What follows belongs to an exercise in optimizing a design on an open flow for small area, a short achievable clock period and few clock cycles per item; a production flow would make more cautious choices.
RTL that was checked went through simulation tests only; none was proved equivalent to the original.

Setup of job 2423:
Design tau_arith, start of the top module:
module tau_arith (
    input  wire        clk,
    input  wire        rst,           
    input  wire        in_valid,
    output wire        in_ready,
    input  wire        in_fn,         
    input  wire [63:0] in_a,
    input  wire [63:0] in_b,
    output reg         out_valid,
    output reg  [63:0] out_result,
    output reg         out_range
);
clock: 14.0 ns
lec_check: 0
cap_margin: 20
core_margin: 2
core_utilization: 40
slew_margin: 20
standard.sh (not shown) runs the stock make flow with config.mk's settings and CLKGATE_MAP_FILE= SYNTH_SCRIPT=/design/flow/synth_recipe.tcl, a recipe that flattens the netlist after the stock synthesis.
==> flow/flow/run.sh <==
#!/bin/bash
# The standard layout, with repair_timing asked for more setup slack than the
# clock period needs (so that it sizes the critical paths up), and the port
# buffers made with sky130_fd_sc_hd__buf_2.
set -euo pipefail
bash standard.sh SETUP_SLACK_MARGIN=8 "BUFFER_PORTS_ARGS=-buffer_cell sky130_fd_sc_hd__buf_2" finish > standard_make.log 2>&1
Testbench counts of job 2423, summed over its fixed seeds: cycles 36,108, items 16,000.
#### Input delta (job 552 over job 2423)
==> flow/flow/run.sh <==
#!/bin/bash
# The standard layout, with repair_timing asked for more setup slack than the
# clock period needs (so that it sizes the critical paths up), and the port
# buffers made with sky130_fd_sc_hd__buf_2.
set -euo pipefail
bash standard.sh SETUP_SLACK_MARGIN=9 "BUFFER_PORTS_ARGS=-buffer_cell sky130_fd_sc_hd__buf_2" finish > standard_make.log 2>&1
Fraction of area in multi-input gates ended up 0.39 points higher on job 552 than on job 2423.
Compare job 2423 and job 552 | post-route met1 wirelength lower: job 2423
Relative to job 2423, clock skew has increased by 32 ps in job 552.
Taking job 2423 as the reference, in job 552 achievable frequency moved up, count of clock-buffer cells in the layout moved down, worst-case headroom to the max-slew limit moved down, global routing usage summed across all routing layers moved up.
Diff job 2423 -> job 552 | non-clock buffer count | up by more than a quarter
STATUS wire length: job 552 loses against job 2423
Re instance area at placement: job 2423 and job 552 aren't equal, and the higher value belongs to job 552.

---

Another version of the RTL of tau_arith (not shown whole).
Size in the first run: ~3500 cells after synthesis, ~440 flip-flops, about 200 I/O pins, roughly 33000 µm² of cells after synthesis.
Settings: LEC_CHECK=0, CAP_MARGIN=20, CORE_MARGIN=2, CORE_UTILIZATION=40, SLEW_MARGIN=20; clock period 14.0 ns.
==> flow/flow/run.sh <==
#!/bin/bash
# The standard layout, with repair_timing asked for more setup slack than the
# clock period needs (so that it sizes the critical paths up), and the port
# buffers made with sky130_fd_sc_hd__buf_2.
set -euo pipefail
bash standard.sh SETUP_SLACK_MARGIN=7.5 "BUFFER_PORTS_ARGS=-buffer_cell sky130_fd_sc_hd__buf_2" finish > standard_make.log 2>&1
==> next run, changes <==
--- a/flow/flow/run.sh
+++ b/flow/flow/run.sh
@@ -6 +6 @@
-bash standard.sh SETUP_SLACK_MARGIN=7.5 "BUFFER_PORTS_ARGS=-buffer_cell sky130_fd_sc_hd__buf_2" finish > standard_make.log 2>&1
+bash standard.sh SETUP_SLACK_MARGIN=8 "BUFFER_PORTS_ARGS=-buffer_cell sky130_fd_sc_hd__buf_2" finish > standard_make.log 2>&1
Outcome: The changed run completed without violations. Cell count climbs by 0.65%. Core utilization climbs by 0.67 points. Worst setup slack gains 0.43 ns. Global-route usage climbs by 0.57 points. Critical path depth climbs by 2. Maximum frequency climbs by 7.4%. Via count climbs by about 0.46%. Cell area climbs by 1.5%.
No functional check of the RTL was part of any run of this note.

---

## P
tau_arith, a different RTL version from the one above (not shown whole).
For scale: ~3300 cells after synthesis, ~340 flip-flops, roughly 200 I/O pins.
Settings: LEC_CHECK=0, CAP_MARGIN=20, CORE_MARGIN=2, CORE_UTILIZATION=40, SLEW_MARGIN=20; clock period 14.0 ns.
==> flow/flow/run.sh <==
#!/bin/bash
# The standard layout, with repair_timing asked for more setup slack than the
# clock period needs (so that it sizes the critical paths up), and the port
# buffers made with sky130_fd_sc_hd__buf_2.
set -euo pipefail
bash standard.sh SETUP_SLACK_MARGIN=8 CORE_UTILIZATION=50 "BUFFER_PORTS_ARGS=-buffer_cell sky130_fd_sc_hd__buf_2" finish > standard_make.log 2>&1
Testbench counts of P, summed over its fixed seeds: cycles 32,152, items 16,000.
For Q, these inputs were changed with respect to P:
==> flow/flow/run.sh <==
#!/bin/bash
# The standard layout, with repair_timing asked for more setup slack than the
# clock period needs (so that it sizes the critical paths up), and the port
# buffers made with sky130_fd_sc_hd__buf_2.
set -euo pipefail
bash standard.sh SETUP_SLACK_MARGIN=8.5 "BUFFER_PORTS_ARGS=-buffer_cell sky130_fd_sc_hd__buf_2" finish > standard_make.log 2>&1
Notes after the runs:
In the tables for P and Q, count of clock-buffer cells in the layout reads lower with P. Between Q and P, the required time at the worst-slack endpoint does not differ in any meaningful way. Against P as the reference, Q delivers a lower post-route met1 wirelength. Run comparison: Q library cell contributing the largest single delay on the critical path fa_2; P library cell contributing the largest single delay on the critical path xor2_1.
#### Input delta (R over Q)
diff --git a/flow/flow/run.sh b/flow/flow/run.sh
--- a/flow/flow/run.sh
+++ b/flow/flow/run.sh
@@ -5,2 +5,2 @@
 set -euo pipefail
-bash standard.sh SETUP_SLACK_MARGIN=8.5 "BUFFER_PORTS_ARGS=-buffer_cell sky130_fd_sc_hd__buf_2" finish > standard_make.log 2>&1
+bash standard.sh SETUP_SLACK_MARGIN=8 ABC_AREA=1 "BUFFER_PORTS_ARGS=-buffer_cell sky130_fd_sc_hd__buf_2" finish > standard_make.log 2>&1
[summary]
- Re final period demand of the worst path: R and Q aren't equal, and the lower value belongs to Q.
- Compared with Q, the detailed router inserted more vias in R.
- Buffer share of cell area: R vs Q down 5.2 points
- Post-cts sizing count down 316 in R wrt Q
- Routing usage on met3: R and Q compared, higher one is Q
- Q vs R, first element of the critical path: w_r[2]$_DFFE_PP_ vs w_r[6]$_DFFE_PP_
Here is what was changed in the inputs of S compared with R.
==> flow/flow/run.sh <==
#!/bin/bash
# The standard layout, with repair_timing asked for more setup slack than the
# clock period needs (so that it sizes the critical paths up), and the port
# buffers made with sky130_fd_sc_hd__buf_2.
set -euo pipefail
bash standard.sh SETUP_SLACK_MARGIN=7.5 "BUFFER_PORTS_ARGS=-buffer_cell sky130_fd_sc_hd__buf_2" finish > standard_make.log 2>&1
### Flow results
- Changes observed in S relative to R: die area went down about 5%; gate count after technology mapping -925; die outline height -2.6%; met1 routed wirelength after detailed routing went down 9.7 mm.
- Taking R as the reference, in S global routing met1 resource utilization has decreased; total length of routed met3 wires has increased; core utilization has increased; number of filler instances in the final layout has decreased.
- S completed; timing, DRC and antenna clean
- Going from R to S, the minimum setup slack in the final design was found to have gone down by 0.44 ns.

---

tau_arith, a different RTL version from the one above (not shown whole).
Size in the first run: about 280 flip-flops, roughly 200 I/O pins, roughly 0.029 sq mm of cells after synthesis.
export LEC_CHECK = 0
export CAP_MARGIN = 20
export CORE_MARGIN = 2
export CORE_UTILIZATION = 40
export SLEW_MARGIN = 20
create_clock -name core_clock -period 14.0 [get_ports {clk}]
==> flow/flow/run.sh <==
#!/bin/bash
# The standard layout, with repair_timing asked for more setup slack than the
# clock period needs (so that it sizes the critical paths up), and the port
# buffers made with sky130_fd_sc_hd__buf_2.
set -euo pipefail
bash standard.sh SETUP_SLACK_MARGIN=7 "BUFFER_PORTS_ARGS=-buffer_cell sky130_fd_sc_hd__buf_2" finish > standard_make.log 2>&1
Testbench counts at the start, summed over its fixed seeds: cycles 40,239, items 16,000.
Rerun with:
==> flow/flow/run.sh (replaced) <==
#!/bin/bash
# The standard layout, with repair_timing asked for more setup slack than the
# clock period needs (so that it sizes the critical paths up), and the port
# buffers made with sky130_fd_sc_hd__buf_2.
set -euo pipefail
bash standard.sh SETUP_SLACK_MARGIN=6.5 "BUFFER_PORTS_ARGS=-buffer_cell sky130_fd_sc_hd__buf_2" finish > standard_make.log 2>&1
The changed run passed the timing, DRC and antenna checks.
Worst hold slack stays flat.
Clock skew hardly moves.
Maximum frequency is lower by 4.3%.
Count of clock-buffer cells in the layout stays the same.
Die area is unchanged.
Setup slack loses 0.30 ns.

---

== old ==
Another version of the RTL of tau_arith (not shown whole).
For scale: roughly 3400 cells after synthesis, about 340 flip-flops, about 200 I/O pins, ~31000 µm² of cells after synthesis.
==> flow/config.mk <==
export PLATFORM = sky130hd
export DESIGN_NAME = tau_arith
export DESIGN_NICKNAME = tau_arith
export VERILOG_FILES = /design/flow/design.v
export SDC_FILE = /design/flow/constraint.sdc
export NUM_CORES = 4
export LEC_CHECK = 0
export CAP_MARGIN = 20
export CORE_MARGIN = 2
export CORE_UTILIZATION = 40
export SLEW_MARGIN = 20
==> flow/constraint.sdc <==
create_clock -name core_clock -period 14.0 [get_ports {clk}]
set_input_delay 2.8000 -clock core_clock [delete_from_list [all_inputs] [get_ports {clk}]]
set_output_delay 2.8000 -clock core_clock [all_outputs]
set_load 0.01 [all_outputs]
==> flow/flow/run.sh <==
#!/bin/bash
# The standard layout, with repair_timing asked for more setup slack than the
# clock period needs (so that it sizes the critical paths up), and the port
# buffers made with sky130_fd_sc_hd__buf_2.
set -euo pipefail
bash standard.sh SETUP_SLACK_MARGIN=9 "BUFFER_PORTS_ARGS=-buffer_cell sky130_fd_sc_hd__buf_2" finish > standard_make.log 2>&1
Input-level comparison between new and old:
--- a/flow/flow/run.sh
+++ b/flow/flow/run.sh
@@ -5,2 +5,2 @@
 set -euo pipefail
-bash standard.sh SETUP_SLACK_MARGIN=9 "BUFFER_PORTS_ARGS=-buffer_cell sky130_fd_sc_hd__buf_2" finish > standard_make.log 2>&1
+bash standard.sh SETUP_SLACK_MARGIN=8 "BUFFER_PORTS_ARGS=-buffer_cell sky130_fd_sc_hd__buf_2" finish > standard_make.log 2>&1
==> run notes <==
- [compare] base=old new=new: half-perimeter wire length after detailed placement did not really move.
No run of this note included a check of the RTL's function; only the layout flow was run.

what the ideal ports hide:
The flow's constraints put no driver on any port. The routed layouts listed below were extracted and timed again, unchanged, in two steps.
Step 1 (the two cells are an assumption about what drives the block):
set clk [get_ports {clk}]
set_driving_cell -lib_cell sky130_fd_sc_hd__clkbuf_16 $clk
set_driving_cell -lib_cell sky130_fd_sc_hd__buf_2 [delete_from_list [all_inputs] $clk]
Step 2, shift: input delay + t, output delay - t, t = (earliest + latest rising clock arrival at the registers) / 2. This alone moves slack from input paths to output paths.
Three values: no drivers, after step 1, after step 2; two values: the first two.
| run | shift t [ns] | slack for setup (ns) | worst hold slack (ns) | worst setup path after step 2 | cell pins on the clock port's net |
|---|---|---|---|---|---|
| job 2423 | 0.678 | 8.129 / 8.063 / 7.566 | 0.311 / 0.311 / 0.311 | input to register | 1 |
| job 552 | 0.718 | 8.360 / 8.360 / 8.360 | 0.326 / 0.326 / 0.326 | register to register | 1 |
| the first run of note 2 | 0.656 | 7.766 / 7.766 / 7.500 | 0.325 / 0.325 / 0.325 | input to register | 1 |
| the second run of note 2 | 0.663 | 8.192 / 8.192 / 7.671 | 0.325 / 0.325 / 0.325 | input to register | 1 |
| P | 0.653 | 8.040 / 8.040 / 7.605 | 0.335 / 0.335 / 0.335 | input to register | 1 |
| Q | 0.661 | 8.155 / 8.155 / 8.127 | 0.346 / 0.346 / 0.346 | input to register | 1 |
| R | 0.651 | 8.057 / 8.057 / 8.057 | 0.334 / 0.334 / 0.334 | register to register | 1 |
| S | 0.656 | 7.615 / 7.615 / 7.615 | 0.342 / 0.342 / 0.342 | register to register | 1 |
| the first run of note 4 | 0.674 | 7.190 / 7.190 / 7.190 | 0.532 / 0.532 / 0.532 | register to register | 1 |
| the second run of note 4 | 0.674 | 6.888 / 6.888 / 6.888 | 0.533 / 0.533 / 0.533 | register to register | 1 |
| old | 0.659 | 7.725 / 7.725 / 7.725 | 0.454 / 0.454 / 0.454 | register to register | 1 |
| new | 0.647 | 7.664 / 7.664 / 7.664 | 0.440 / 0.440 / 0.440 | register to register | 1 |
After both steps setup and hold are still met in every run listed. The setup slack of job 2423, which loses most, moves by -0.066 ns with the drivers and by -0.563 ns with both steps.
